What follows belongs to an exercise in optimizing a design on an open flow for small area, a short achievable clock period and few clock cycles; a production flow would make more cautious choices. Function was not checked in any run shown here: the RTL went through the layout flow alone.

==> flow/design.v, too long to show whole: its modules and the start of the top module <==
// module fp32_add: 98 lines
// module fp32_mul: 698 lines
// module cc_pi: 144 lines
module cc_pi (
    input  wire        clk,
    input  wire        rst,           
    input  wire        in_valid,
    output wire        in_ready,
    input  wire [31:0] in_e,
    input  wire [31:0] in_ff,
    input  wire [31:0] in_r,          
    input  wire [31:0] in_kp,
    input  wire [31:0] in_kit,
    input  wire [31:0] in_lo,
    input  wire [31:0] in_hi,
    input  wire [31:0] in_i0,
    output reg         out_valid,
    output wire [31:0] out_y,
    output wire [31:0] out_i,
    output reg         out_held
);
  // ...
==> flow/flow/run.sh <==
#!/bin/bash
# Standard layout (the standard.sh, unchanged synthesis and steps), with
# repair_timing asked to aim for a larger setup slack than the clock needs,
# so that it shortens the critical paths. Constraints are the design's.
set -euo pipefail
MARGIN=${MARGIN:-$(cat flow/margin.txt)}
bash standard.sh finish SETUP_SLACK_MARGIN=$MARGIN > flow_make.log 2>&1
==> flow/flow/margin.txt <==
16
==> flow/standard.sh <==
#!/bin/bash
# synth_recipe.tcl (not shown) runs the flow's synth.tcl, then flattens the netlist and writes it again
# the make line also repeats each setting of config.mk as NAME=value (left out here)
make -C /OpenROAD-flow-scripts/flow DESIGN_CONFIG=/design/flow/config.mk WORK_HOME=/design/flow/orfs CLKGATE_MAP_FILE= SYNTH_SCRIPT=/design/flow/synth_recipe.tcl "${@:-finish}"
==> flow/config.mk <==
export PLATFORM = sky130hd
export DESIGN_NAME = cc_pi
export DESIGN_NICKNAME = cc_pi
export VERILOG_FILES = /design/flow/design.v
export SDC_FILE = /design/flow/constraint.sdc
export NUM_CORES = 4
export LEC_CHECK = 0
export ABC_AREA = 1
export CAP_MARGIN = 20
export CORE_MARGIN = 2
export CORE_UTILIZATION = 40
export SLEW_MARGIN = 20
==> flow/constraint.sdc <==
create_clock -name core_clock -period 30.0 [get_ports {clk}]
set_input_delay 6.0000 -clock core_clock [delete_from_list [all_inputs] [get_ports {clk}]]
set_output_delay 6.0000 -clock core_clock [all_outputs]
set_load 0.01 [all_outputs]
==> summary.md, run 1 <==
| Metric | Value |
|---|---|
| Fillers | `roughly 12000` |
| Multiplexer share of the synthesized area | `0.000424` |
| Non-clk buf share | `0.0857` |
| First-pass GRT wire length | `294000 um` |
| CP max-delay cell | `a2111oi_0` |
| Setup Total Neg Slack | `0 ps` |
| Tap cells | `1637` |
| GPL Wtd Cong | `0.990` |
| Final net count | `a little under 8000` |
| Area leader, netlist | `edfxtp_1` |
| Sequential Area | `between 0.01 and 0.015 sq mm` |
| Mapped Cells | `about 6800` |
| Hold Crit Depth | `2` |
| Longest Clk Path Bufs | `3` |
| M1 GR Usage | `0.415` |
| Antenna diode count | `0` |
| Worst hold margin | `between 400 and 500 ps` |
| Rel. slew slack | `0.209` |
| Post-synthesis sequential area ratio | `0.262` |
| Seq_cells | `around 460` |
| Clock root buffer master | `clkbuf_16` |
| CTS tree | `built` |
| Worst Tran Pin Value | `between 1000 and 1500 ps` |
| Detailed Routing Iterations Pass 1 | `6` |
| Outcome | `complete, no violations` |
| Total grt overflow | `0` |
| Top FF cell, synth | `edfxtp_1` |
| Max stage delay on crit path | `roughly 560 ps` |
| Register share of the cell area | `0.224` |
| Synth cell types | `75` |
| Combinational family with the most area after synthesis | `simple AND/OR/NAND/NOR gates` |
| Busiest grt layer | `met2` |
| Via count | `49494` |
| Synth top cells by count | `nand2_1, inv_1, nand3_1` |
==> inputs of run 2 (changes only) <==
==> flow/flow/margin.txt (replaced) <==
18
--- a/flow/config.mk
+++ b/flow/config.mk
@@ -9,4 +9,4 @@
 export CAP_MARGIN = 20
 export CORE_MARGIN = 2
-export CORE_UTILIZATION = 40
+export CORE_UTILIZATION = 60
 export SLEW_MARGIN = 20
==> run 2 against run 1 <==
Still clean on timing, DRC and antenna. Worst hold slack got worse by 9.9 ps. Worst setup slack improved by 120 ps. Register-to-register slack improved by 120 ps. Design area increased by 6.4%.
==> summary.md, run 2 <==
| Metric | Value |
|---|---|
| Outcome | `complete, no violations` |
| Setup Total Neg Slack | `0 ps (unchanged)` |
| Share of layout cells above drive strength 1 | `0.161` |
| Rel. slew slack | `0.235 (+0.0253)` |
| Most common cell after layout, fill and taps aside | `nand2_1` |
| Max stage delay on crit path | `400 ps (-160 ps)` |
| Synth Register Bits | `462` |
| Synth cell types | `75 (unchanged)` |
| Unrepaired setup endpoints after global routing | `yes` |
| Avg Synthesized Cell Area | `7.37 sq um` |
| Top FF cell, synth | `edfxtp_1` |
| Yosys warnings | `3` |
| PortBufs | `325` |
| Starting DRT DRC Count | `7556` |
| Final net count | `8139 (+3.1%)` |
| Post-synthesis cell area | `between 0.05 and 0.06 sq mm` |
| CP max-delay cell | `dfxtp_4` |
| Total track usage | `0.449` |
| Total grt overflow | `0 (unchanged)` |
| Final Cycle Share | `0.440` |
| CTS tree | `built` |
| Slew Limit Fails | `0` |
| Final Skew | `approximately 58 ps` |
| Die Y | `around 290 um` |
| Post-route ant nets | `0` |
| Tightest Hold Check Type | `flip-flop to flip-flop` |
| Worst skew pair latency | `670 ps` |
| GPL Wtd Cong | `1.07 (+7.7%)` |
| Synth top area share | `0.234` |
| Clock root buffer master | `clkbuf_16` |
| Reg-to-reg endpoint | `st_i[23]$_SDFFE_PP0P_` |
| Antenna diode count | `0 (unchanged)` |
| Cell mode on critical path | `buf_4` |
| Final instance area | `0.0624 sq mm` |
| WP data arrival | `13760 ps` |
| Hold path startpoint | `lo1[31]$_DFFE_PP_` |
| WS Path Type | `flip-flop to flip-flop` |
| Starting density of the core | `0.608` |
| Clock tree sinks | `between 400 and 500` |
| Hold Crit Depth | `0 (-2)` |
| WP data required | `between 30000 and 40000 ps` |
| Detailed Routing Iterations Pass 1 | `9 (+3)` |
| Final hold vios | `0` |
| Vias per inst | `about 6.4` |
| Worst Tran Pin Value | `1150 ps (-36.8 ps)` |
| Core area | `0.0824 sq mm` |
| Ranking of synthesized cells by area | `edfxtp_1, nand2_1, fa_1` |
| Kind of end point of the critical path | `flip-flop` |
| Via count | `54080 (+9.3%)` |
| Area delta synth->final | `24.6%` |
| WL final | `202000 um` |
| Net count after synthesis | `7620` |
| Reg clk slew, reported paths | `70 ps` |
| Number of global-route vias before repair | `51158` |
| Final core occ | `0.758` |
| Post-synth ARST share | `0` |
| Crit start category | `flip-flop` |
| CP Launch Point | `vB$_SDFF_PP0_` |
| R2R depth | `a little under 100` |
| Num rows | `approximately 110` |
| Hold Path Sink | `lo2[31]$_DFFE_PN_` |
| Area leader, netlist | `edfxtp_1` |
| Initial antenna violation count | `5` |
| Tmin final | `13200 ps` |
| Post-DP HPWL | `about 140000 um` |
| Max cap viols | `0` |
| Post-synthesis sequential area ratio | `0.262 (unchanged)` |
| Full die area | `0.0858 sq mm` |
| Critical-path maximum fanout | `10` |
| Largest net degree at the start of global routing | `71` |
| CTS Buf Count | `50` |
| R2r startpoint | `vB$_SDFF_PP0_` |
| Fmax | `75.7 MHz` |
| Post-synth EDFFs | `390` |
| Final setup fails | `0` |
| Worst R2R Setup Slack | `16800 ps` |
| Synth top cells by count | `nand2_1, inv_1, nand3_1` |
| Count leader, synth | `nand2_1` |
| Residual DRC | `0` |
| Instance area after placement | `0.0539 sq mm` |
| Number of H-tree levels | `2` |
| Commonest non-fill, non-tap cells in the layout | `nand2_1, inv_1, nor2_1` |
| Io pins | `326` |
| First-pass GRT wire length | `297000 um (+1.3%)` |
| Longest Clk Path Bufs | `3 (unchanged)` |
| Mapped Cells | `6795 (unchanged)` |
| DR WL/cell | `24.0 um` |
| Die width | `293 um` |
run 2: cell types whose count changed in the layout (fill, tap and decap cells not counted), moves of 18 or more:
cell,change
ha_1,-18
nor2_4,+34
a21oi_1,-25
nand2_2,+87
buf_4,+190
nand3_2,+66
nand2_1,-111
nand3_4,+23
nand3_1,-85
o21ai_0,-24
nor2_1,-48
a21oi_2,+18
inv_1,-25
run 2: metrics by stage:
stage | std cells | setup WS, ps | hold WS [ps]
after floorplan | 6795 | 18040 | 426
final | 8426 | 16800 | 455
after detailed placement | 7966 | 10340 | 440
after global placement | 7966 | 10640 | 436
after global routing | 8426 | 16300 | 476
after CTS | 8339 | 17400 | 455
run 2: repair_timing:
item	in CTS	in global routing
cloned	46	4
pin swaps	149	141
endpoints found under the setup margin	158	96
hold buffers	0	0
gates resized for setup	531	309
buffers inserted	233	83
run 2: worst max-delay path by stage:
stage | slack, ps | to | cells after the start
6_report | 16800 | st_i[23]$_SDFFE_PP0P_ | 97
5_1_grt | 16300 | st_i[30]$_SDFFE_PP0P_ | 96
4_1_cts | 17400 | st_i[30]$_SDFFE_PP0P_ | 100
3_5_place_dp | 10340 | y_r[21]$_SDFFE_PP0P_ | 92
3_3_place_gp | 10640 | y_r[4]$_SDFFE_PP0P_ | 92
2_1_floorplan | 18040 | y_r[0]$_SDFFE_PP0P_ | 91
run 2: cells by family (layout without fill, tap and decap cells):
logic type / after synthesis / after routing / share of synthesized area
DFF: 462 / 462 / 0.262
AOI/OAI and AO/OA: 1155 / 1157 / 0.133
and+or+nand+nor: 2914 / 2937 / 0.252
xor gates and xnor gates: 396 / 396 / 0.0695
buffers and inverters: 1300 / 1836 / 0.104
adders and majority gates: 566 / 566 / 0.179
muxes: 2 / 2 / 0.000424
run 2: per-layer routing:
layer | vias to the layer above | GRT usage | wire, um
li1 | 23647 | - | -
met1 | 24922 | 0.566 | 70600
met2 | 4345 | 0.690 | 85500
met3 | 1156 | 0.126 | 29200
met4 | 10 | 0.264 | 16700
met5 | - | 0 | 69
run 2: worst max-delay path, delay by kind of cell, from the launching register on:
family,cells,cell delay [ps]
flip-flops,1,400
AO/OA/AOI/OAI,23,4030
AND/OR/NAND/NOR,35,3840
buffers and inverters,36,4220
adder cells (fa/ha/maj),3,580
run 2: cell type report:
class | instances | area (sq um)
timing repair inverter | 9 | 98.8
timing repair buffer | 755 | 7240
fill | 5908 | 20000
multi-input combinational | 5058 | 35100
clock buffer | 69 | 1390
tap | 1070 | 1340
inverter | 978 | 3800
clock inverter | 25 | 299
sequential | 462 | 13200
==> module cc_pi, before the edit <==
module cc_pi (
    input  wire        clk,
    input  wire        rst,           
    input  wire        in_valid,
    output wire        in_ready,
    input  wire [31:0] in_e,
    input  wire [31:0] in_ff,
    input  wire [31:0] in_r,          
    input  wire [31:0] in_kp,
    input  wire [31:0] in_kit,
    input  wire [31:0] in_lo,
    input  wire [31:0] in_hi,
    input  wire [31:0] in_i0,
    output reg         out_valid,
    output wire [31:0] out_y,
    output wire [31:0] out_i,
    output reg         out_held
);
    function [31:0] flush(input [31:0] x);
        flush = (x[30:23] == 8'h00) ? {x[31], 31'd0} : x;
    endfunction
    function is_nan(input [31:0] x);
        is_nan = (x[30:23] == 8'hff) && (x[22:0] != 0);
    endfunction
    function is_fin(input [31:0] x);
        is_fin = (x[30:23] != 8'hff);
    endfunction
    function lt(input [31:0] a, input [31:0] b);
        if (is_nan(a) || is_nan(b))                  lt = 1'b0;
        else if (a[30:0] == 0 && b[30:0] == 0)       lt = 1'b0;
        else if (a[31] != b[31])                     lt = a[31];
        else if (!a[31])                             lt = a[30:0] < b[30:0];
        else                                         lt = a[30:0] > b[30:0];
    endfunction
    reg        rdy;
    reg [31:0] e, kp, kit, ff1, lo1, hi1, i01;
    reg        r1, n1;
    wire       acc_in = in_valid && rdy;
    wire       r_true = !in_r[31] && (in_r[30:23] >= 8'h7e) &&
                        !((in_r[30:23] == 8'hff) && (in_r[22:0] != 0));
    wire       nan_in = is_nan(in_e) || is_nan(in_ff);
    wire       short  = r_true || nan_in;
    always @(posedge clk) begin
        if (rdy) begin
            e   <= in_e;
            kp  <= in_kp;
            kit <= in_kit;
            ff1 <= in_ff;
            lo1 <= in_lo;
            hi1 <= in_hi;
            i01 <= in_i0;
            r1  <= r_true;
            n1  <= nan_in;
        end
    end
    reg  vA, vB, vC, vD;        
    reg  sA;                    
    reg  rD;                    
    reg  hD;                    
    reg  negD, posD, crossD;    
    reg  [31:0] m, acc, inew, st_i, y_r;
    reg  [31:0] lo2, hi2;
    wire [31:0] mr, ar;
    fp32_mul u_mul (.a(flush(vA ? kit : kp)), .b(flush(e)), .y(mr));
    wire        x_st = vB;
    wire [31:0] ax   = x_st ? st_i : acc;
    fp32_add u_add (.a(ax), .b(m), .y(ar));
    wire gt_hi = lt(hi2, ar);
    wire lt_lo = lt(ar, lo2);
    reg  [31:0] y_new, i_new;
    always @(*) begin
        if (rD) begin
            i_new = inew;
            if (gt_hi)      y_new = crossD ? lo2 : hi2;
            else if (lt_lo) y_new = lo2;
            else            y_new = ar;
        end else if (gt_hi) begin
            y_new = hi2;
            i_new = negD ? inew : st_i;
        end else if (lt_lo) begin
            y_new = lo2;
            i_new = posD ? inew : st_i;
        end else begin
            y_new = ar;
            i_new = inew;
        end
    end
    wire keep = hD || !is_fin(i_new);
    always @(posedge clk) begin
        if (rst) begin
            rdy       <= 1'b1;
            vA        <= 1'b0;
            sA        <= 1'b0;
            vB        <= 1'b0;
            vC        <= 1'b0;
            vD        <= 1'b0;
            st_i      <= 32'h00000000;
            y_r       <= 32'h00000000;
            out_valid <= 1'b0;
            out_held  <= 1'b0;
        end else begin
            rdy <= !(acc_in && !short) && !vA;
            vA  <= acc_in && !short;
            sA  <= acc_in && short;
            vB  <= vA;
            vC  <= vB;
            vD  <= vC || sA;
            out_valid <= vD;
            out_held  <= keep;
            if (vD && !keep) begin
                st_i <= i_new;
                y_r  <= y_new;
            end
        end
    end
    always @(posedge clk) begin
        if (vA)
            m <= mr;
        if (vB) begin
            m    <= mr;
            acc  <= ar;
            inew <= ar;
        end
        if (vC || sA) begin
            rD     <= sA && r1;
            hD     <= sA && !r1;
            negD   <= e[31] && (e[30:23] != 8'h00);
            posD   <= !e[31] && (e[30:23] != 8'h00);
            crossD <= lt(flush(hi1), flush(lo1));
            lo2    <= flush(lo1);
            hi2    <= flush(hi1);
            m      <= flush(ff1);
        end
        if (vC)
            acc <= ar;
        if (sA) begin
            acc  <= flush(i01);
            inew <= flush(i01);
        end
    end
    assign in_ready = rdy;
    assign out_y    = y_r;
    assign out_i    = st_i;
endmodule
==> inputs of run 3 (changes only) <==
--- a/flow/design.v
+++ b/flow/design.v
@@ -864,23 +864,20 @@
     wire gt_hi = lt(hi2, ar);
     wire lt_lo = lt(ar, lo2);
-    reg  [31:0] y_new, i_new;
-    always @(*) begin
-        if (rD) begin
-            i_new = inew;
-            if (gt_hi)      y_new = crossD ? lo2 : hi2;
-            else if (lt_lo) y_new = lo2;
-            else            y_new = ar;
-        end else if (gt_hi) begin
-            y_new = hi2;
-            i_new = negD ? inew : st_i;
-        end else if (lt_lo) begin
-            y_new = lo2;
-            i_new = posD ? inew : st_i;
-        end else begin
-            y_new = ar;
-            i_new = inew;
-        end
-    end
-    wire keep = hD || !is_fin(i_new);
+    wire fin_n = is_fin(inew);
+    wire live  = vD && !hD;
+    wire tk_g  = rD || negD;                  
+    wire tk_l  = rD || posD;                  
+    wire upd_g = live && (fin_n || !tk_g);    
+    wire upd_l = live && (fin_n || !tk_l);
+    wire upd_e = live && fin_n;
+    wire [31:0] hsel = (rD && crossD) ? lo2 : hi2;
+    wire [31:0] y_g  = upd_g ? hsel : y_r;
+    wire [31:0] y_l  = upd_l ? lo2 : y_r;
+    wire [31:0] i_g  = (upd_g && tk_g) ? inew : st_i;
+    wire [31:0] i_l  = (upd_l && tk_l) ? inew : st_i;
+    wire [31:0] i_e  = upd_e ? inew : st_i;
+    wire [31:0] y_nx = gt_hi ? y_g : (lt_lo ? y_l : (upd_e ? ar : y_r));
+    wire [31:0] i_nx = gt_hi ? i_g : (lt_lo ? i_l : i_e);
+    wire        keep = gt_hi ? !upd_g : (lt_lo ? !upd_l : !upd_e);
     always @(posedge clk) begin
         if (rst) begin
@@ -904,8 +901,6 @@
             out_valid <= vD;
             out_held  <= keep;
-            if (vD && !keep) begin
-                st_i <= i_new;
-                y_r  <= y_new;
-            end
+            st_i      <= i_nx;
+            y_r       <= y_nx;
         end
     end
==> flow/flow/margin.txt (replaced) <==
16
--- a/flow/config.mk
+++ b/flow/config.mk
@@ -9,4 +9,4 @@
 export CAP_MARGIN = 20
 export CORE_MARGIN = 2
-export CORE_UTILIZATION = 60
+export CORE_UTILIZATION = 40
 export SLEW_MARGIN = 20
==> run 3 against run 2 <==
Utilization decreased by 29 points. Sequential share of layout area increased by 1.5 points. Non-clock buffer count decreased by 240. Cell count increased by 3.7%. Critical path depth decreased by 9. Design area decreased by 6.5%. Via count decreased by 8.6%. First-iteration DRC count decreased by 20%. Synthesized cell count decreased by 0.24%. Critical path type unchanged. Critical endpoint is now y_r[9]$_SDFFE_PP0P_. Largest cell class unchanged. Highest routed layer unchanged.
==> summary.md, run 3 <==
| Metric | Value |
|---|---|
| Outcome | `complete, no violations` |
| Hold Crit Depth | `2 (+2)` |
| Finished Layout Cells | `8738 (+3.7%)` |
| Core area | `0.124 sq mm (+50%)` |
| R2r startpoint | `vB$_SDFF_PP0_` |
| Synth top area share | `0.235 (+0.00128)` |
| Post-synth EDFFs | `390 (unchanged)` |
| Tightest Hold Check Type | `flip-flop to flip-flop` |
| Worst R2R Setup Slack | `16680 ps (-120 ps)` |
| Ranking of synthesized cells by area | `edfxtp_1, nand2_1, fa_1` |
| Area delta synth->final | `17.0%` |
| Cell mode on critical path | `nand2_1` |
| Synth Register Bits | `462 (unchanged)` |
| Fmax | `75.1 MHz (-0.86%)` |
| Global routing usage on met2 | `0.475 (-0.215)` |
| Top FF cell, synth | `edfxtp_1` |
| Yosys warnings | `3 (unchanged)` |
| Most common cell after layout, fill and taps aside | `nand2_1` |
| Post-route ant nets | `0 (unchanged)` |
| Initial antenna violation count | `5 (unchanged)` |
| M1 GR Usage | `0.410 (-0.156)` |
| Slew Limit Fails | `0 (unchanged)` |
| WL final | `200000 um (-1.1%)` |
| Sequential Area | `0.0132 sq mm (about the same)` |
| Area leader, netlist | `edfxtp_1` |
| Hold Path Sink | `st_i[31]$_SDFFE_PP0P_` |
| Final Cycle Share | `0.444 (+0.00384)` |
| Via count | `49410 (-8.6%)` |
| Setup Total Neg Slack | `0 ps (unchanged)` |
| Num rows | `129 (+23%)` |
| Max cap viols | `0 (unchanged)` |
| Final instance area | `0.0583 sq mm (-6.5%)` |
| Reg clk slew, reported paths | `70 ps (about the same)` |
| Hold-fix buffer count after cts | `0 (unchanged)` |
| Critical-path maximum fanout | `21 (+11)` |
| Avg Synthesized Cell Area | `7.35 sq um (-0.31%)` |
| Pre-CTS setup slack | `12000 ps (+1660 ps)` |
| CTS Buf Count | `51 (+2.0%)` |
| Post-synthesis sequential area ratio | `0.264 (+0.00144)` |
| Detailed Routing Iterations Pass 1 | `6 (-3)` |
| Vias per inst | `5.65 (-12%)` |
| M3 GR Usage | `0.0540 (-0.0724)` |
| Kind of end point of the critical path | `flip-flop` |
| Number of global-route vias before repair | `47056 (-8.0%)` |
| WP data required | `30540 ps (-20 ps)` |
| Multi-input gate area | `0.0326 sq mm (-7.2%)` |
| Synth top cells by count | `nand2_1, inv_1, nand3_1` |
| Full die area | `0.127 sq mm (+48%)` |
| Clock root buffer master | `clkbuf_16` |
| Final setup fails | `0 (unchanged)` |
| Io pins | `326 (unchanged)` |
| DR WL/cell | `22.9 um (-4.7%)` |
| Busiest grt layer | `met2` |
| Placed Cells | `8529 (+7.1%)` |
| Starting density of the core | `0.403 (-0.205)` |
| Multiplexer share of the synthesized area | `0.000226 (-0.000199)` |
| Net count after synthesis | `7600 (-0.26%)` |
| Largest net degree at the start of global routing | `74 (+4.2%)` |
| CP max-delay cell | `dfxtp_4` |
| Crit start category | `flip-flop` |
| Hold path startpoint | `inew[31]$_DFFE_PP_` |
| Number of H-tree levels | `2 (unchanged)` |
| Worst skew pair latency | `650 ps (-20 ps)` |
| Worst Tran Pin Value | `1180 ps (+35.2 ps)` |
| Clock tree sinks | `462 (unchanged)` |
| Tmin final | `13320 ps (+115 ps)` |
| Fillers | `12572 (+110%)` |
| Die Y | `357 um (+22%)` |
| Final Skew | `37.0 ps (-21.2 ps)` |
| First-pass GRT wire length | `295000 um (-0.78%)` |
| GPL Wtd Cong | `1.04 (-2.8%)` |
| Reg-to-reg endpoint | `y_r[9]$_SDFFE_PP0P_` |
| Antenna diode count | `0 (unchanged)` |
| Die width | `357 um (+22%)` |
| Unrepaired setup endpoints after global routing | `no` |
| PortBufs | `325 (unchanged)` |
| Starting DRT DRC Count | `6063 (-20%)` |
| CTS tree | `built` |
| Synth cell types | `77 (+2.7%)` |
| Commonest non-fill, non-tap cells in the layout | `nand2_1, inv_1, nand3_1` |
| Total grt overflow | `0 (unchanged)` |
| WP data arrival | `13860 ps (+100 ps)` |
| Post-synthesis adder-cell area fraction | `0.179 (about the same)` |
| Total track usage | `0.303 (-0.145)` |
| Max stage delay on crit path | `470 ps (+70 ps)` |
| Share of layout cells above drive strength 1 | `0.0815 (-0.0793)` |
| XOR/XNOR share of the synthesized area | `0.0653 (-0.00416)` |
| Final hold vios | `0 (unchanged)` |
| Instance area after placement | `0.0545 sq mm (+1.1%)` |
| Min setup slack post-route | `16680 ps (-115 ps)` |
| Post-DP HPWL | `151000 um (+9.4%)` |
| R2R depth | `88 (-9.3%)` |
| Mapped Cells | `6779 (-0.24%)` |
| Final net count | `7880 (-3.2%)` |
| Synth Area in Compound Gates | `0.121 (-0.0118)` |
| Longest Clk Path Bufs | `3 (unchanged)` |
| Rel. slew slack | `0.204 (-0.0307)` |
| Count leader, synth | `nand2_1` |
| WS Path Type | `flip-flop to flip-flop` |
| Post-synthesis cell area | `0.0498 sq mm (-0.54%)` |
| Post-synth ARST share | `0 (unchanged)` |
| Simple-gate share of the synthesized area | `0.264 (+0.0125)` |
| Residual DRC | `0 (unchanged)` |
| Combinational family with the most area after synthesis | `simple AND/OR/NAND/NOR gates` |
==> run 3: changes by cell type after synthesis, sizes merged, moves of 15 or more <==
cell,previous run,this run
a21oi,304,263
nand3,543,607
nand2,1568,1583
xor2,364,340
o22ai,305,280
o21ai,385,326
inv,968,1007
==> run 3: metrics by stage <==
stage | utilization | hold WS, ps
after CTS | 0.464 | 467
after detailed placement | 0.441 | 458
after global routing | 0.472 | 478
after floorplan | - | 410
after global placement | 0.441 | 450
final | 0.472 | 466
==> run 3: layout make-up <==
cell class,instances,share of cell area
multi-input cells,5013,0.558
flip-flops and latches,462,0.226
repair buffers,515,0.0842
inverters,1014,0.0663
well taps,1637,0.0351
clock buffers,64,0.0243
clock inverters,31,0.00603
repair inverters,2,0.000343
==> run 3: how the worst max path moves through the flow <==
| stage | from | end | cells past startpoint |
|---|---|---|---|
| 6_report | vB$_SDFF_PP0_ | y_r[9]$_SDFFE_PP0P_ | 88 |
| 2_1_floorplan | vB$_SDFF_PP0_ | st_i[23]$_SDFFE_PP0P_ | 93 |
| 4_1_cts | vB$_SDFF_PP0_ | y_r[25]$_SDFFE_PP0P_ | 94 |
| 5_1_grt | vB$_SDFF_PP0_ | y_r[6]$_SDFFE_PP0P_ | 95 |
| 3_3_place_gp | vB$_SDFF_PP0_ | y_r[15]$_SDFFE_PP0P_ | 88 |
| 3_5_place_dp | vB$_SDFF_PP0_ | st_i[2]$_SDFFE_PP0P_ | 86 |
==> run 3: kinds of logic after synthesis <==
logic type	Yosys count
AND/OR/NAND/NOR	3015
XOR/XNOR	371
adder cells (fa/ha/maj)	562
multiplexers	1
AO/OA/AOI/OAI	1034
buffers and inverters	1334
flip-flops	462
==> run 3: worst max-delay path, delay by kind of cell (launching register included) <==
family	cells	cell delay (ps)
flops	1	470
buf+inv	9	1290
compound gates	19	3580
fa+ha+maj	6	1680
simple gates	54	6170
==> run 3: per-layer routing <==
| layer | vias to the layer above | wire length, um |
|---|---|---|
| met5 | - | 56 |
| met3 | 520 | 18600 |
| met2 | 2507 | 87200 |
| met1 | 23313 | 83000 |
| met4 | 8 | 10800 |
| li1 | 23062 | - |
==> run 3: repair_timing <==
| item | 4_1_cts | 5_1_grt |
|---|---|---|
| resized for setup | 99 | 114 |
| pin swaps | 27 | 39 |
| buffers inserted | 30 | 47 |
| setup endpoints to repair | 69 | 86 |
| gates cloned | 25 | 12 |
==> inputs of run 4 (changes only) <==
--- a/flow/design.v
+++ b/flow/design.v
@@ -841,12 +841,12 @@
             e   <= in_e;
             kp  <= in_kp;
-            kit <= in_kit;
             ff1 <= in_ff;
             lo1 <= in_lo;
             hi1 <= in_hi;
-            i01 <= in_i0;
-            r1  <= r_true;
-            n1  <= nan_in;
         end
+        kit <= in_kit;
+        i01 <= in_i0;
+        r1  <= r_true;
+        n1  <= nan_in;
     end
     reg  vA, vB, vC, vD;        
@@ -905,28 +905,16 @@
         end
     end
+    wire ld_d = vC || sA;
     always @(posedge clk) begin
-        if (vA)
-            m <= mr;
-        if (vB) begin
-            m    <= mr;
-            acc  <= ar;
-            inew <= ar;
-        end
-        if (vC || sA) begin
-            rD     <= sA && r1;
-            hD     <= sA && !r1;
-            negD   <= e[31] && (e[30:23] != 8'h00);
-            posD   <= !e[31] && (e[30:23] != 8'h00);
-            crossD <= lt(flush(hi1), flush(lo1));
-            lo2    <= flush(lo1);
-            hi2    <= flush(hi1);
-            m      <= flush(ff1);
-        end
-        if (vC)
-            acc <= ar;
-        if (sA) begin
-            acc  <= flush(i01);
-            inew <= flush(i01);
-        end
+        m      <= ld_d ? flush(ff1) : mr;
+        acc    <= sA ? flush(i01) : ar;
+        inew   <= sA ? flush(i01) : acc;
+        rD     <= sA && r1;
+        hD     <= sA && !r1;
+        negD   <= e[31] && (e[30:23] != 8'h00);
+        posD   <= !e[31] && (e[30:23] != 8'h00);
+        crossD <= lt(flush(hi1), flush(lo1));
+        lo2    <= flush(lo1);
+        hi2    <= flush(hi1);
     end
     assign in_ready = rdy;
==> run 4 against run 3 <==
Still clean on timing, DRC and antenna. Via count fell by 1.1%. Flip-flop and latch count stayed put. Utilization shrank 0.14 points. Worst setup slack improved by 240 ps. Area after synthesis fell by 3.5%. First-iteration DRC count is 17% lower. Die area down 3.4%. Clock-buffer cell count is 1 higher. Critical endpoint is now y_r[16]$_SDFFE_PP0P_. Highest routed layer unchanged.
==> summary.md, run 4 <==
| Metric | Value |
|---|---|
| Outcome | `complete, no violations` |
| WP data required | `30510 ps (-30 ps)` |
| Die Y | `351 um (-1.7%)` |
| Post-synth EDFFs | `160 (-59%)` |
| Synth top area share | `0.126 (-0.109)` |
| Starting DRT DRC Count | `5035 (-17%)` |
| Starting density of the core | `0.402 (-0.00104)` |
| Vias per inst | `5.61 (-0.85%)` |
| Final Cycle Share | `0.436 (-0.00795)` |
| PortBufs | `325 (unchanged)` |
| Unrepaired setup endpoints after global routing | `no` |
| Net count after synthesis | `7655 (+0.72%)` |
| Count leader, synth | `nand2_1` |
| Fmax | `76.4 MHz (+1.8%)` |
| Post-synth ARST share | `0 (unchanged)` |
| Worst Tran Pin Value | `1100 ps (-81.0 ps)` |
| Finished Layout Cells | `8719 (-0.22%)` |
| Final core occ | `0.470 (-0.00136)` |
| Tightest Hold Check Type | `flip-flop to flip-flop` |
| Tmin final | `13080 ps (-239 ps)` |
| Detailed Routing Iterations Pass 1 | `6 (unchanged)` |
| Max cap viols | `0 (unchanged)` |
| Number of global-route vias before repair | `46860 (-0.42%)` |
| Commonest non-fill, non-tap cells in the layout | `nand2_1, inv_1, nor2_1` |
| DR WL/cell | `23.5 um (+2.9%)` |
| Longest Clk Path Bufs | `3 (unchanged)` |
| Share of layout cells above drive strength 1 | `0.0793 (-0.00229)` |
| Ranking of synthesized cells by area | `dfxtp_1, nand2_1, fa_1` |
| Post-synthesis sequential area ratio | `0.226 (-0.0384)` |
| Clock tree sinks | `462 (unchanged)` |
| Total track usage | `0.323 (+0.0196)` |
| Final net count | `7884 (+0.051%)` |
| Cell mode on critical path | `nand2_1` |
| WP data arrival | `13590 ps (-270 ps)` |
| Most common cell after layout, fill and taps aside | `nand2_1` |
| Crit start category | `flip-flop` |
| WS Path Type | `flip-flop to flip-flop` |
| Placed Cells | `8521 (-0.094%)` |
| Mapped Cells | `6834 (+0.81%)` |
| Final setup fails | `0 (unchanged)` |
| Initial antenna violation count | `13 (+8)` |
| Area delta synth->final | `17.0% (about the same)` |
| WL final | `205000 um (+2.7%)` |
| Io pins | `326 (unchanged)` |
| Final hold vios | `0 (unchanged)` |
| GPL Wtd Cong | `1.04 (+0.63%)` |
| Number of H-tree levels | `2 (unchanged)` |
| Via count | `48885 (-1.1%)` |
| Max stage delay on crit path | `460 ps (about the same)` |
| Synth cell types | `71 (-7.8%)` |
| Post-DP HPWL | `159000 um (+5.2%)` |
| Avg Synthesized Cell Area | `7.04 sq um (-4.2%)` |
| Post-synthesis cell area | `0.0481 sq mm (-3.5%)` |
| First-pass GRT wire length | `301000 um (+2.2%)` |
| Final Skew | `23.8 ps (-13.2 ps)` |
| Post-route ant nets | `0 (unchanged)` |
| Largest net degree at the start of global routing | `77 (+4.1%)` |
| Yosys warnings | `3 (unchanged)` |
| Kind of end point of the critical path | `flip-flop` |
| Slew Limit Fails | `0 (unchanged)` |
| Setup Total Neg Slack | `0 ps (unchanged)` |
| Rel. slew slack | `0.257 (+0.0535)` |
| Synth top cells by count | `nand2_1, inv_1, nor2_1` |
| Worst R2R Setup Slack | `16920 ps (+240 ps)` |
| Clock root buffer master | `clkbuf_16` |
| Area leader, netlist | `dfxtp_1` |
| Die width | `351 um (-1.7%)` |
| CTS Buf Count | `49 (-3.9%)` |
| CTS tree | `built` |
| Residual DRC | `0 (unchanged)` |
| Synth Register Bits | `462 (unchanged)` |
| Fillers | `12266 (-2.4%)` |
| Total grt overflow | `0 (unchanged)` |
| CP max-delay cell | `fa_1` |
| Worst skew pair latency | `630 ps (-20 ps)` |
| Critical-path maximum fanout | `22 (+4.8%)` |
| Core area | `0.120 sq mm (-3.2%)` |
| Reg clk slew, reported paths | `70 ps (about the same)` |
| Full die area | `0.123 sq mm (-3.4%)` |
| Num rows | `127 (-1.6%)` |
| Top FF cell, synth | `dfxtp_1` |
## run 4: cell count changes after synthesis, moves of 19 or more
cell      before   now
a21oi_2        4    23
buf_2         44    65
clkbuf_1     199   218
dfxtp_1       72   302
edfxtp_1     390   160
inv_1        959   910
nand2_1     1540  1485
nand3_1      595   542
nand3b_1      22    46
nor2_1       497   548
o21ai_1       42    74
o22ai_1      280   302
xor2_1       339   376
## run 4: final timing paths
kind,to,start,cells past startpoint
worst max-delay path,y_r[16]$_SDFFE_PP0P_,vB$_SDFF_PP0_,95
worst min-delay path,hi2[31]$_DFF_P_,hi1[31]$_DFFE_PP_,0
worst max register to register,y_r[16]$_SDFFE_PP0P_,vB$_SDFF_PP0_,95
worst min register to register,hi2[31]$_DFF_P_,hi1[31]$_DFFE_PP_,0
## run 4: metal layers
metal / wire length (um) / track usage / vias to the layer above
met2: 90000 / 0.514 / 2385
met3: 17600 / 0.0540 / 455
li1: - / - / 23015
met4: 12000 / 0.150 / 18
met1: 85500 / 0.428 / 23012
met5: 127 / 0 / -
## run 4: logic make-up after synthesis
family | synth area share
AO/OA/AOI/OAI | 0.132
XOR/XNOR | 0.0763
adder cells (fa/ha/maj) | 0.185
buffers and inverters | 0.106
flip-flops | 0.226
multiplexers | 0.00107
AND/OR/NAND/NOR | 0.273
## run 4: per-stage QoR
stage               setup slack (ps)  hold slack (ps)  cell area, sq um
finish                         16920              392             56300
floorplan                      17940              348             48100
global route                   15900              403             56300
global placement               11850              359             52500
CTS                            16030              388             55100
detailed placement             11430              370             52500
## run 4: timing repair
action / in CTS / in global routing
endpoints found under the setup margin: 75 / 65
pin swaps: 15 / 34
buffers inserted: 30 / 45
hold buffers: 0 / 0
resized for setup: 86 / 151
gates cloned: 15 / 12
## run 4: cell type report
type | instances | area, sq um | area share
repair buffers | 495 | 4830 | 0.0858
inverters | 961 | 3690 | 0.0655
diodes | 3 | 7.51 | 0.000133
repair inverters | 3 | 26.3 | 0.000467
clock inverters | 27 | 292 | 0.00518
flip-flops and latches | 462 | 10900 | 0.193
multi-input cells | 5091 | 33100 | 0.588
clock buffers | 65 | 1460 | 0.0258
well taps | 1612 | 2020 | 0.0358
## run 4: critical path, delay by kind of cell, from the launching register on
kind,cells,cell delay [ps]
and+or+nand+nor,61,6540
AOI/OAI and AO/OA,16,2570
adders and majority gates,7,1970
buffers and inverters,11,1430
DFF,1,420
==> inputs of run 5 (changes only) <==
==> flow/flow/margin.txt (replaced) <==
14
==> run 5 against run 4 <==
Clock skew up 3.8 ps. Cell count down 0.85%. Clock-buffer cell count unchanged. Via count down 1.1%. Non-clock buffer count down 64. Flip-flop and latch count unchanged.
==> summary.md, run 5 <==
| Metric | Value |
|---|---|
| Antenna diode count | `0 (-3)` |
| Max stage delay on crit path | `460 ps (about the same)` |
| CTS Buf Count | `49 (unchanged)` |
| Synth top area share | `0.126 (unchanged)` |
| Largest net degree at the start of global routing | `77 (unchanged)` |
| Starting DRT DRC Count | `4785 (-5.0%)` |
| Most common cell after layout, fill and taps aside | `nand2_1` |
| Hold path startpoint | `hi1[31]$_DFFE_PP_` |
| Die Y | `351 um (unchanged)` |
| Post-synth ARST share | `0 (unchanged)` |
| Final setup fails | `0 (unchanged)` |
| Worst skew pair latency | `630 ps (about the same)` |
| Synth cell types | `71 (unchanged)` |
| Core area | `0.120 sq mm (unchanged)` |
| Count leader, synth | `nand2_1` |
| Final Skew | `27.6 ps (+3.79 ps)` |
| Crit start category | `flip-flop` |
| Number of H-tree levels | `2 (unchanged)` |
| Final hold vios | `0 (unchanged)` |
| Finished Layout Cells | `8645 (-0.85%)` |
| Total track usage | `0.318 (-0.00521)` |
| Kind of end point of the critical path | `flip-flop` |
| Clock root buffer master | `clkbuf_16` |
| WP data required | `30570 ps (+60 ps)` |
| Combinational family with the most area after synthesis | `simple AND/OR/NAND/NOR gates` |
| GPL Wtd Cong | `1.04 (unchanged)` |
| Vias per inst | `5.59 (-0.24%)` |
| Reg clk slew, reported paths | `70 ps (about the same)` |
| Worst R2R Setup Slack | `15320 ps (-1600 ps)` |
| R2R depth | `96 (+1.1%)` |
| Global routing usage on met2 | `0.508 (-0.00549)` |
| Total grt overflow | `0 (unchanged)` |
| Cell mode on critical path | `nand2_1` |
| PortBufs | `325 (unchanged)` |
| Avg Synthesized Cell Area | `7.04 sq um (unchanged)` |
| Synth Register Bits | `462 (unchanged)` |
| Longest Clk Path Bufs | `3 (unchanged)` |
| Final Cycle Share | `0.489 (+0.0532)` |
| Post-route ant nets | `0 (unchanged)` |
| Net count after synthesis | `7655 (unchanged)` |
| Initial antenna violation count | `12 (-1)` |
| Synth Area in Compound Gates | `0.132 (unchanged)` |
| Ranking of synthesized cells by area | `dfxtp_1, nand2_1, fa_1` |
| DR WL/cell | `23.3 um (-1.1%)` |
| Post-synthesis adder-cell area fraction | `0.185 (unchanged)` |
| Yosys warnings | `3 (unchanged)` |
| WP data arrival | `15250 ps (+1660 ps)` |
| Number of global-route vias before repair | `46181 (-1.4%)` |
| Num rows | `127 (unchanged)` |
| Residual DRC | `0 (unchanged)` |
| Commonest non-fill, non-tap cells in the layout | `nand2_1, inv_1, nor2_1` |
| CTS tree | `built` |
| Fmax | `68.1 MHz (-11%)` |
| Worst Setup EP | `y_r[23]$_SDFFE_PP0P_` |
| Post-DP HPWL | `159000 um (unchanged)` |
| Tmin final | `14680 ps (+1600 ps)` |
| Top FF cell, synth | `dfxtp_1` |
| Mapped Cells | `6834 (unchanged)` |
| Share of layout cells above drive strength 1 | `0.0566 (-0.0227)` |
| Area leader, netlist | `dfxtp_1` |
| Setup Total Neg Slack | `0 ps (unchanged)` |
| Clock tree sinks | `462 (unchanged)` |
| Max cap viols | `0 (unchanged)` |
| WS Path Type | `flip-flop to flip-flop` |
| Final net count | `7813 (-0.90%)` |
| XOR/XNOR share of the synthesized area | `0.0763 (unchanged)` |
| Detailed Routing Iterations Pass 1 | `8 (+2)` |
| WL final | `201000 um (-1.9%)` |
| Area delta synth->final | `14.1%` |
| M1 GR Usage | `0.424 (-0.00387)` |
| Busiest grt layer | `met2` |
| Starting density of the core | `0.402 (unchanged)` |
| First-pass GRT wire length | `297000 um (-1.6%)` |
| Slew Limit Fails | `0 (unchanged)` |
| CP max-delay cell | `dfxtp_4` |
| Die width | `351 um (unchanged)` |
| Post-synthesis cell area | `0.0481 sq mm (unchanged)` |
| Simple-gate share of the synthesized area | `0.273 (unchanged)` |
| Post-synth EDFFs | `160 (unchanged)` |
| Worst Tran Pin Value | `1210 ps (+109 ps)` |
| M3 GR Usage | `0.0497 (-0.00434)` |
| R2r startpoint | `vB$_SDFF_PP0_` |
| Synth top cells by count | `nand2_1, inv_1, nor2_1` |
| CP Launch Point | `vB$_SDFF_PP0_` |
| Final core occ | `0.459 (-0.0118)` |
| Full die area | `0.123 sq mm (unchanged)` |
| Post-synthesis sequential area ratio | `0.226 (unchanged)` |
| Multiplexer share of the synthesized area | `0.00107 (unchanged)` |
| Tightest Hold Check Type | `flip-flop to flip-flop` |
| Io pins | `326 (unchanged)` |
| Outcome | `complete, no violations` |
| Reg-to-reg endpoint | `y_r[23]$_SDFFE_PP0P_` |
| Critical-path maximum fanout | `48 (+120%)` |
| Via count | `48352 (-1.1%)` |
| Placed Cells | `8521 (unchanged)` |
| Rel. slew slack | `0.187 (-0.0704)` |
| Unrepaired setup endpoints after global routing | `no` |
==> run 5: cell counts after synthesis <==
Identical to the previous run, type by type.
==> run 5: worst min-delay path by stage <==
| stage | to | slack (ps) | cells past startpoint |
|---|---|---|---|
| after floorplan | hi2[31]$_DFF_P_ | 350 | 0 |
| after global placement | hi2[31]$_DFF_P_ | 360 | 0 |
| after detailed placement | hi2[31]$_DFF_P_ | 370 | 0 |
| after CTS | hi2[31]$_DFF_P_ | 390 | 0 |
| after global routing | lo2[31]$_DFF_P_ | 400 | 0 |
| final | hi2[31]$_DFF_P_ | 390 | 0 |
==> run 5: metrics by stage <==
stage	area [sq um]	setup WS, ps	hold WS, ps
after global placement	52500	11850	359
after CTS	54400	14020	388
after floorplan	48100	17940	348
after global routing	54900	13990	403
after detailed placement	52500	11430	370
final	54900	15320	391
==> run 5: metal layers <==
layer  vias up  wire length, um
met5         -              127
met4        18            10500
met3       389            16100
met2      2271            89100
met1     22844            85500
li1      22830                -
==> run 5: area by class of cell <==
class / count / area (sq um)
multi-input cells: 5085 / 32500
clock buffers: 65 / 1460
flip-flops and latches: 462 / 10900
repair inverters: 2 / 12.5
well taps: 1612 / 2020
clock inverters: 27 / 292
repair buffers: 431 / 4090
fillers: 12367 / 64800
inverters: 961 / 3650
==> run 5: kinds of logic (layout without fill, tap and decap cells) <==
logic type / after synthesis / in the layout
AND/OR/NAND/NOR: 3002 / 3012
buffers and inverters: 1297 / 1486
AO/OA/AOI/OAI: 1088 / 1088
adder cells (fa/ha/maj): 562 / 562
flip-flops: 462 / 462
XOR/XNOR: 418 / 418
multiplexers: 5 / 5
==> run 5: timing repair <==
| item | in CTS | in global routing |
|---|---|---|
| setup buffers | 0 | 20 |
| gates cloned | 2 | 10 |
| pin swaps | 2 | 8 |
| gates resized for setup | 22 | 55 |
| hold buffers | 0 | 0 |
| setup endpoints to repair | 65 | 65 |
==> run 5: critical path: cells and delay by family (launching register included) <==
kind,cells,cell delay (ps)
AOI/OAI and AO/OA,19,3220
buffers and inverters,14,1790
DFF,1,460
adders and majority gates,6,1640
and+or+nand+nor,57,7400
==> inputs of run 6 (changes only) <==
==> flow/flow/margin.txt (replaced) <==
16
--- a/flow/config.mk
+++ b/flow/config.mk
@@ -11,2 +11,3 @@
 export CORE_UTILIZATION = 40
 export SLEW_MARGIN = 20
+export TNS_END_PERCENT = 20
==> run 6 against run 5 <==
Die area did not move. Highest routed layer unchanged. Largest cell class unchanged. Clock-buffer cell count did not move. Still clean on timing, DRC and antenna. Design area rose by 2.4%. Critical endpoint is now y_r[17]$_SDFFE_PP0P_.
==> summary.md, run 6 <==
| Metric | Value |
|---|---|
| Antenna diode count | `0 (unchanged)` |
| DR WL/cell | `23.6 um (+1.3%)` |
| Clock tree sinks | `462 (unchanged)` |
| Net count after synthesis | `7655 (unchanged)` |
| Core area | `0.120 sq mm (unchanged)` |
| First-pass GRT wire length | `301000 um (+1.6%)` |
| Unrepaired setup endpoints after global routing | `yes` |
| Detailed Routing Iterations Pass 1 | `8 (unchanged)` |
| Worst R2R Setup Slack | `16910 ps (+1590 ps)` |
| Total grt overflow | `0 (unchanged)` |
| WS Path Type | `flip-flop to flip-flop` |
| Area leader, netlist | `dfxtp_1` |
| Hold Path Sink | `hi2[31]$_DFF_P_` |
| Residual DRC | `0 (unchanged)` |
| WL final | `205000 um (+2.0%)` |
| Final Cycle Share | `0.436 (-0.0529)` |
| Post-synth ARST share | `0 (unchanged)` |
| Top FF cell, synth | `dfxtp_1` |
| Via count | `48964 (+1.3%)` |
| Initial antenna violation count | `13 (+1)` |
| R2r startpoint | `vB$_SDFF_PP0_` |
| Rel. slew slack | `0.245 (+0.0576)` |
| Final hold vios | `0 (unchanged)` |
| CTS Buf Count | `49 (unchanged)` |
| WP data arrival | `13590 ps (-1660 ps)` |
| Worst Tran Pin Value | `1120 ps (-90.2 ps)` |
| Starting density of the core | `0.402 (unchanged)` |
| Hold path startpoint | `hi1[31]$_DFFE_PP_` |
| CP max-delay cell | `fa_1` |
| Max cap viols | `0 (unchanged)` |
| Io pins | `326 (unchanged)` |
| Longest Clk Path Bufs | `3 (unchanged)` |
| Largest net degree at the start of global routing | `77 (unchanged)` |
| Sequential Area | `0.0109 sq mm (unchanged)` |
| Commonest non-fill, non-tap cells in the layout | `nand2_1, inv_1, nor2_1` |
| Most common cell after layout, fill and taps aside | `nand2_1` |
| CTS tree | `built` |
| Total track usage | `0.323 (+0.00521)` |
| Cell mode on critical path | `nand2_1` |
| GPL Wtd Cong | `1.04 (unchanged)` |
| Die Y | `351 um (unchanged)` |
| Worst skew pair latency | `630 ps (about the same)` |
| Multi-input gate area | `0.0331 sq mm (+1.8%)` |
| Crit start category | `flip-flop` |
| Mapped Cells | `6834 (unchanged)` |
| Reg-to-reg endpoint | `y_r[17]$_SDFFE_PP0P_` |
| Synth top cells by count | `nand2_1, inv_1, nor2_1` |
| Fillers | `12266 (-0.82%)` |
| Synth Register Bits | `462 (unchanged)` |
| Tmin final | `13090 ps (-1590 ps)` |
| WP data required | `30500 ps (-70 ps)` |
| Outcome | `complete, no violations` |
| Vias per inst | `5.62 (+0.50%)` |
| Finished Layout Cells | `8711 (+0.76%)` |
| Synth cell types | `71 (unchanged)` |
| Num rows | `127 (unchanged)` |
| Synth top area share | `0.126 (unchanged)` |
| Slew Limit Fails | `0 (unchanged)` |
| Reg clk slew, reported paths | `70 ps (about the same)` |
| Starting DRT DRC Count | `4967 (+3.8%)` |
| Instance area after placement | `0.0525 sq mm (unchanged)` |
| Yosys warnings | `3 (unchanged)` |
| Full die area | `0.123 sq mm (unchanged)` |
| Final net count | `7879 (+0.84%)` |
| Ranking of synthesized cells by area | `dfxtp_1, nand2_1, fa_1` |
| PortBufs | `325 (unchanged)` |
| Critical-path maximum fanout | `22 (-54%)` |
| Share of layout cells above drive strength 1 | `0.0783 (+0.0217)` |
| Number of global-route vias before repair | `46860 (+1.5%)` |
| Final setup fails | `0 (unchanged)` |
| Tightest Hold Check Type | `flip-flop to flip-flop` |
| Post-synth EDFFs | `160 (unchanged)` |
| Hold Crit Depth | `0 (unchanged)` |
| Placed Cells | `8521 (unchanged)` |
| Max stage delay on crit path | `450 ps (about the same)` |
| Post-synthesis cell area | `0.0481 sq mm (unchanged)` |
| Setup Total Neg Slack | `0 ps (unchanged)` |
| R2R depth | `98 (+2.1%)` |
| Clock root buffer master | `clkbuf_16` |
| Die width | `351 um (unchanged)` |
| Avg Synthesized Cell Area | `7.04 sq um (unchanged)` |
| Post-route ant nets | `0 (unchanged)` |
| Number of H-tree levels | `2 (unchanged)` |
| Fmax | `76.4 MHz (+12%)` |
| Final instance area | `0.0562 sq mm (+2.4%)` |
| Post-synthesis sequential area ratio | `0.226 (unchanged)` |
| Final Skew | `26.4 ps (-1.23 ps)` |
| Post-DP HPWL | `159000 um (unchanged)` |
| Kind of end point of the critical path | `flip-flop` |
| Area delta synth->final | `16.9%` |
| Count leader, synth | `nand2_1` |
[run 6: cell counts after synthesis]
No cell type changed its count.
[run 6: cell type report]
type,instances,share of cell area
multi-input cells,5090,0.589
flip-flops and latches,462,0.193
repair buffers,491,0.0851
inverters,961,0.0655
well taps,1612,0.0359
clock buffers,65,0.0259
clock inverters,27,0.00519
repair inverters,3,0.000467
[run 6: kinds of logic (layout without fill, tap and decap cells)]
logic type / count (synthesis) / count (layout) / synth area share
compound gates: 1088 / 1088 / 0.132
xor+xnor: 418 / 418 / 0.0763
fa+ha+maj: 562 / 562 / 0.185
buf+inv: 1297 / 1547 / 0.106
flops: 462 / 462 / 0.226
mux: 5 / 5 / 0.00107
simple gates: 3002 / 3017 / 0.273
[run 6: worst max-delay path by stage]
stage	from	to	slack, ps
global route	vB$_SDFF_PP0_	y_r[29]$_SDFFE_PP0P_	15850
detailed placement	vB$_SDFF_PP0_	y_r[23]$_SDFFE_PP0P_	11430
floorplan	vB$_SDFF_PP0_	st_i[10]$_SDFFE_PP0P_	17940
finish	vB$_SDFF_PP0_	y_r[17]$_SDFFE_PP0P_	16910
CTS	vB$_SDFF_PP0_	st_i[2]$_SDFFE_PP0P_	16030
global placement	vB$_SDFF_PP0_	y_r[14]$_SDFFE_PP0P_	11850
[run 6: critical path, delay by kind of cell, from the launching register on]
family                     cells  cell delay (ps)
and+or+nand+nor               63             6560
AOI/OAI and AO/OA             16             2470
adders and majority gates      7             1920
buffers and inverters         12             1570
DFF                            1              420
[run 6: metrics by stage]
stage	hold WS, ps	setup slack (ps)	util
CTS	388	16030	0.461
detailed placement	370	11430	0.439
global placement	359	11850	0.439
finish	391	16910	0.470
floorplan	348	17940	-
global route	403	15850	0.470
[run 6: timing repair]
| action | 4_1_cts | 5_1_grt |
|---|---|---|
| hold buffers | 0 | 0 |
| pin swaps | 15 | 34 |
| gates cloned | 15 | 11 |
| setup buffers | 30 | 41 |
| endpoints found under the setup margin | 75 | 65 |
| resized for setup | 86 | 148 |
[run 6: per-layer routing]
metal	vias up	share of wire	GRT usage
met2	2387	0.44	0.514
li1	22999	-	-
met5	-	0.00069	0
met1	23109	0.42	0.428
met3	449	0.084	0.0540
met4	20	0.057	0.150
==> inputs of run 7 (changes only) <==
--- a/flow/design.v
+++ b/flow/design.v
@@ -858,5 +858,5 @@
     reg  [31:0] lo2, hi2;
     wire [31:0] mr, ar;
-    fp32_mul u_mul (.a(flush(vA ? kit : kp)), .b(flush(e)), .y(mr));
+    fp32_mul u_mul (.a(vA ? kit : kp), .b(e), .y(mr));
     wire        x_st = vB;
     wire [31:0] ax   = x_st ? st_i : acc;
==> flow/flow/margin.txt (replaced) <==
17.5
--- a/flow/config.mk
+++ b/flow/config.mk
@@ -11,3 +11,2 @@
 export CORE_UTILIZATION = 40
 export SLEW_MARGIN = 20
-export TNS_END_PERCENT = 20
==> run 7 against run 6 <==
Via count grew 4.3%. First-iteration DRC count grew 34%. Sequential share of layout area shrank 1.3 points. Wire length grew 1.0%. Critical endpoint is now st_i[18]$_SDFFE_PP0P_.
==> summary.md, run 7 <==
| Metric | Value |
|---|---|
| Outcome | `complete, no violations` |
| Fmax | `81.0 MHz (+6.0%)` |
| Final Skew | `107 ps (+80.5 ps)` |
| Final setup fails | `0 (unchanged)` |
| Share of layout cells above drive strength 1 | `0.144 (+0.0653)` |
| Num rows | `127 (unchanged)` |
| Post-DP HPWL | `152000 um (-4.4%)` |
| Commonest non-fill, non-tap cells in the layout | `nand2_1, inv_1, nand3_1` |
| First-pass GRT wire length | `299000 um (-0.95%)` |
| Synth cell types | `68 (-4.2%)` |
| Post-synth ARST share | `0 (unchanged)` |
| Clock root buffer master | `clkbuf_16` |
| Synth top cells by count | `nand2_1, inv_1, nand3_1` |
| Worst Tran Pin Value | `1350 ps (+226 ps)` |
| Antenna diode count | `0 (unchanged)` |
| Unrepaired setup endpoints after global routing | `yes` |
| Die Y | `351 um (about the same)` |
| Number of global-route vias before repair | `47163 (+0.65%)` |
| Crit start category | `flip-flop` |
| Worst hold margin | `411 ps (+20.6 ps)` |
| Clock tree sinks | `462 (unchanged)` |
| Kind of end point of the critical path | `flip-flop` |
| Slew Limit Fails | `0 (unchanged)` |
| Number of H-tree levels | `2 (unchanged)` |
| Final Cycle Share | `0.412 (-0.0248)` |
| Via count | `51048 (+4.3%)` |
| Net count after synthesis | `7692 (+0.48%)` |
| DR WL/cell | `23.2 um (-1.4%)` |
| Setup Total Neg Slack | `0 ps (unchanged)` |
| Vias per inst | `5.72 (+1.8%)` |
| Final hold vios | `0 (unchanged)` |
| Reg clk slew, reported paths | `80 ps (about the same)` |
| WP data arrival | `12910 ps (-680 ps)` |
| Die width | `351 um (about the same)` |
| Yosys warnings | `3 (unchanged)` |
| Hold-fix buffer count after cts | `0 (unchanged)` |
| Synth top area share | `0.126 (about the same)` |
| Sequential Area | `0.0109 sq mm (about the same)` |
| Detailed Routing Iterations Pass 1 | `9 (+1)` |
| Final net count | `8089 (+2.7%)` |
| Tmin final | `12350 ps (-743 ps)` |
| Residual DRC | `0 (unchanged)` |
| Cell mode on critical path | `nand2_1` |
| Max stage delay on crit path | `440 ps (about the same)` |
| Most common cell after layout, fill and taps aside | `nand2_1` |
| Post-synthesis sequential area ratio | `0.225 (about the same)` |
| Mapped Cells | `6872 (+0.56%)` |
| Io pins | `326 (unchanged)` |
| Post-synth EDFFs | `160 (unchanged)` |
| Max cap viols | `0 (unchanged)` |
| Tightest Hold Check Type | `flip-flop to flip-flop` |
| Rel. slew slack | `0.100 (-0.145)` |
| CTS tree | `built` |
| CTS Buf Count | `54 (+10%)` |
| Synth Register Bits | `462 (unchanged)` |
| PortBufs | `325 (unchanged)` |
| Area leader, netlist | `dfxtp_1` |
| WS Path Type | `flip-flop to flip-flop` |
| Ranking of synthesized cells by area | `dfxtp_1, nand2_1, fa_1` |
| Critical-path maximum fanout | `10 (-55%)` |
| Count leader, synth | `nand2_1` |
| Fillers | `11696 (-4.6%)` |
| Largest net degree at the start of global routing | `65 (-16%)` |
| Worst skew pair latency | `720 ps (+90 ps)` |
| Longest Clk Path Bufs | `3 (unchanged)` |
| GPL Wtd Cong | `1.07 (+2.9%)` |
| Area delta synth->final | `25.3%` |
| Core area | `0.120 sq mm (unchanged)` |
| CP max-delay cell | `xor2_1` |
| Initial antenna violation count | `6 (-7)` |
| Full die area | `0.123 sq mm (about the same)` |
| Starting DRT DRC Count | `6659 (+34%)` |
| Starting density of the core | `0.402 (about the same)` |
| Post-route ant nets | `0 (unchanged)` |
| Total track usage | `0.319 (-0.00398)` |
| Avg Synthesized Cell Area | `7.00 sq um (-0.51%)` |
| Post-synthesis cell area | `0.0481 sq mm (about the same)` |
| WL final | `207000 um (+1.0%)` |
| Total grt overflow | `0 (unchanged)` |
| Multi-input gate area | `0.0354 sq mm (+7.0%)` |
| WP data required | `30570 ps (+70 ps)` |
| Top FF cell, synth | `dfxtp_1` |
[run 7: cell types whose count changed after synthesis, moves of 25 or more]
cell	before	now
inv_1	910	971
nand3_1	542	648
nand3b_1	46	12
nor2_1	548	523
o21ai_0	276	324
o21ai_1	74	42
xor2_1	376	347
[run 7: critical path: cells and delay by family (launching register included)]
family	cells	cell delay, ps
AO/OA/AOI/OAI	13	2110
XOR/XNOR	1	440
adder cells (fa/ha/maj)	6	1360
buffers and inverters	11	1630
flip-flops	1	420
AND/OR/NAND/NOR	55	6260
[run 7: cells by family (layout without fill, tap and decap cells)]
group	count (synthesis)	in the layout	share of synthesized area
and+or+nand+nor	3036	3068	0.277
buffers and inverters	1334	1741	0.110
AOI/OAI and AO/OA	1062	1064	0.126
adders and majority gates	561	561	0.185
DFF	462	462	0.225
xor gates and xnor gates	392	392	0.0715
muxes	25	25	0.00520
[run 7: timing repair]
item                                    4_1_cts  5_1_grt
endpoints found under the setup margin      100       96
pin swaps                                    42      190
setup buffers                                76      132
cloned                                       34       16
hold endpoints to repair                      0        0
gates resized for setup                     220      511
[run 7: worst paths after layout]
kind	start	endpoint	slack [ps]	depth (start not counted)
setup / recovery	vB$_SDFF_PP0_	st_i[18]$_SDFFE_PP0P_	17650	86
setup reg to reg	vB$_SDFF_PP0_	st_i[18]$_SDFFE_PP0P_	17650	86
hold reg to reg	r1$_DFF_P_	hD$_DFF_P_	410	1
hold / removal	r1$_DFF_P_	hD$_DFF_P_	410	1
[run 7: metrics by stage]
step	setup WS, ps	instances	cell area [sq um]	util
finish	17650	8925	60300	0.504
global route	17230	8925	60300	0.504
CTS	17510	8777	56600	0.473
detailed placement	11850	8567	52700	0.440
global placement	11950	8567	52700	0.440
floorplan	18430	6872	48100	-
[run 7: cell type report]
| class | count | share of cell area |
|---|---|---|
| timing repair inverter | 6 | 0.000768 |
| inverter | 1005 | 0.0641 |
| tap | 1612 | 0.0334 |
| clock buffer | 68 | 0.0257 |
| multi-input combinational | 5110 | 0.588 |
| timing repair buffer | 630 | 0.102 |
| clock inverter | 32 | 0.00604 |
| sequential | 462 | 0.180 |
[run 7: routing by layer]
metal  global-route usage  part of all wire  up-vias
met2                0.477              0.43     2889
met4                0.149             0.054       10
met5                    0           0.00030        -
met1                0.440              0.42    24147
li1                     -                 -    23483
met3               0.0645              0.10      519
==> inputs of run 8 (changes only) <==
==> flow/flow/margin.txt (replaced) <==
16
==> run 8 against run 7 <==
Still clean. Wire length is 3.5% lower. Via count is 3.0% lower. Area after synthesis unchanged. Non-clock buffer count down 157. Critical path type unchanged. Critical endpoint is now y_r[24]$_SDFFE_PP0P_.
==> summary.md, run 8 <==
| Metric | Value |
|---|---|
| Most common cell after layout, fill and taps aside | `nand2_1` |
| Io pins | `326 (unchanged)` |
| Area delta synth->final | `16.9%` |
| DR WL/cell | `22.8 um (-1.7%)` |
| Tmin final | `13350 ps (+1000 ps)` |
| Avg Synthesized Cell Area | `7.00 sq um (unchanged)` |
| Core area | `0.120 sq mm (unchanged)` |
| Min setup slack post-route | `16650 ps (-1000 ps)` |
| Pre-CTS setup slack | `11850 ps (unchanged)` |
| Setup Total Neg Slack | `0 ps (unchanged)` |
| CTS tree | `built` |
| Initial antenna violation count | `6 (unchanged)` |
| Net count after synthesis | `7692 (unchanged)` |
| Detailed Routing Iterations Pass 1 | `7 (-2)` |
| Kind of end point of the critical path | `flip-flop` |
| Final setup fails | `0 (unchanged)` |
| Starting DRT DRC Count | `5983 (-10%)` |
| Yosys warnings | `3 (unchanged)` |
| Synth Register Bits | `462 (unchanged)` |
| Worst Tran Pin Value | `1140 ps (-207 ps)` |
| Multi-input gate area | `0.0331 sq mm (-6.5%)` |
| Final Skew | `107 ps (+0.0220 ps)` |
| Total track usage | `0.313 (-0.00565)` |
| Final net count | `7923 (-2.1%)` |
| Ranking of synthesized cells by area | `dfxtp_1, nand2_1, fa_1` |
| Outcome | `complete, no violations` |
| Tightest Hold Check Type | `flip-flop to flip-flop` |
| Slew Limit Fails | `0 (unchanged)` |
| Sequential Area | `0.0109 sq mm (about the same)` |
| Hold-fix buffer count after cts | `0 (unchanged)` |
| Max cap viols | `0 (unchanged)` |
| Vias per inst | `5.65 (-1.2%)` |
| First-pass GRT wire length | `293000 um (-1.7%)` |
| WL final | `200000 um (-3.5%)` |
| Share of layout cells above drive strength 1 | `0.0757 (-0.0679)` |
| Finished Layout Cells | `8761 (-1.8%)` |
| Clock tree sinks | `462 (unchanged)` |
| Via count | `49511 (-3.0%)` |
| Top FF cell, synth | `dfxtp_1` |
| Reg clk slew, reported paths | `60 ps (-20 ps)` |
| Post-synthesis sequential area ratio | `0.225 (unchanged)` |
| Synth cell types | `68 (unchanged)` |
| Clock root buffer master | `clkbuf_16` |
| Synth top cells by count | `nand2_1, inv_1, nand3_1` |
| Cell mode on critical path | `nand2_1` |
| Post-route ant nets | `0 (unchanged)` |
| Final core occ | `0.470 (-0.0336)` |
| Residual DRC | `0 (unchanged)` |
| PortBufs | `325 (unchanged)` |
| Post-synth ARST share | `0 (unchanged)` |
| Unrepaired setup endpoints after global routing | `no` |
| Mapped Cells | `6872 (unchanged)` |
| Count leader, synth | `nand2_1` |
| Full die area | `0.123 sq mm (unchanged)` |
| Longest Clk Path Bufs | `3 (unchanged)` |
| Num rows | `127 (unchanged)` |
| Area leader, netlist | `dfxtp_1` |
| CP max-delay cell | `dfxtp_4` |
| Post-synthesis cell area | `0.0481 sq mm (unchanged)` |
| Synth top area share | `0.126 (unchanged)` |
| Commonest non-fill, non-tap cells in the layout | `nand2_1, inv_1, nand3_1` |
| Post-DP HPWL | `152000 um (unchanged)` |
| WP data arrival | `13990 ps (+1080 ps)` |
| WS Path Type | `flip-flop to flip-flop` |
[run 8: per-stage QoR]
step / cell area (sq um) / hold WS [ps]
after floorplan: 48100 / 348
after global placement: 52700 / 398
after detailed placement: 52700 / 396
after CTS: 55300 / 412
after global routing: 56300 / 430
final: 56300 / 410
[run 8: area by class of cell]
cell class                 count  area share
multi-input combinational   5104       0.589
sequential                   462       0.193
tap                         1612      0.0358
clock inverter                32     0.00647
clock buffer                  68      0.0275
antenna                        2   0.0000889
inverter                    1005      0.0682
timing repair inverter         3    0.000378
timing repair buffer         473      0.0800
[run 8: final timing paths]
kind / start / to / slack, ps / depth (start not counted)
max: vB$_SDFF_PP0_ / y_r[24]$_SDFFE_PP0P_ / 16650 / 91
min: r1$_DFF_P_ / hD$_DFF_P_ / 410 / 1
max reg2reg: vB$_SDFF_PP0_ / y_r[24]$_SDFFE_PP0P_ / 16650 / 91
min reg2reg: r1$_DFF_P_ / hD$_DFF_P_ / 410 / 1
[run 8: repair_timing]
action | 4_1_cts | 5_1_grt
endpoints found under the setup margin | 65 | 65
pin swaps | 13 | 23
buffers inserted | 26 | 34
resized for setup | 69 | 127
cloned | 18 | 14
[run 8: worst max-delay path: cells and delay by family (launching register included)]
kind / cells / cell delay [ps]
AO/OA/AOI/OAI: 10 / 1880
adder cells (fa/ha/maj): 6 / 1490
buffers and inverters: 13 / 1700
flip-flops: 1 / 420
AND/OR/NAND/NOR: 62 / 7760
[run 8: layer usage]
layer,track usage,wire length (um),vias to the layer above
met5,0,69,-
met3,0.0652,19400,417
met4,0.140,9840,10
li1,-,-,23125
met2,0.470,84800,2553
met1,0.432,86000,23406
[run 8: cells by family after synthesis]
kind of cell	count (synthesis)	share of synthesized area
simple gates	3036	0.277
buf+inv	1334	0.110
compound gates	1062	0.126
fa+ha+maj	561	0.185
flops	462	0.225
xor+xnor	392	0.0715
mux	25	0.00520

## re-timing with driven ports
Ports are ideal in the flow. The routed layouts listed here were re-timed in OpenROAD.
Step 1, drivers: a clkbuf_16 drives clk and a buf_2 each remaining input, both assumed.
Step 2, shift: input delay + t, output delay - t, t = (earliest + latest rising clock arrival at the registers) / 2. This alone moves slack from input paths to output paths.
a / b / c = ideal / step 1 / step 2; a / b = the first two.
run | t, ns | setup slack, ns | pins driven straight from the clock port
run 1 | 0.738 | 16.674 / 16.674 / 16.674 | 1
run 2 | 0.722 | 16.796 / 16.796 / 16.796 | 1
run 3 | 0.689 | 16.681 / 16.681 / 16.681 | 1
run 4 | 0.673 | 16.919 / 16.919 / 16.919 | 1
run 5 | 0.673 | 15.322 / 15.322 / 15.322 | 1
run 6 | 0.674 | 16.910 / 16.910 / 16.910 | 1
run 7 | 0.730 | 17.653 / 17.653 / 17.653 | 1
run 8 | 0.724 | 16.652 / 16.652 / 16.652 | 1
After both steps every run listed still meets setup and hold.
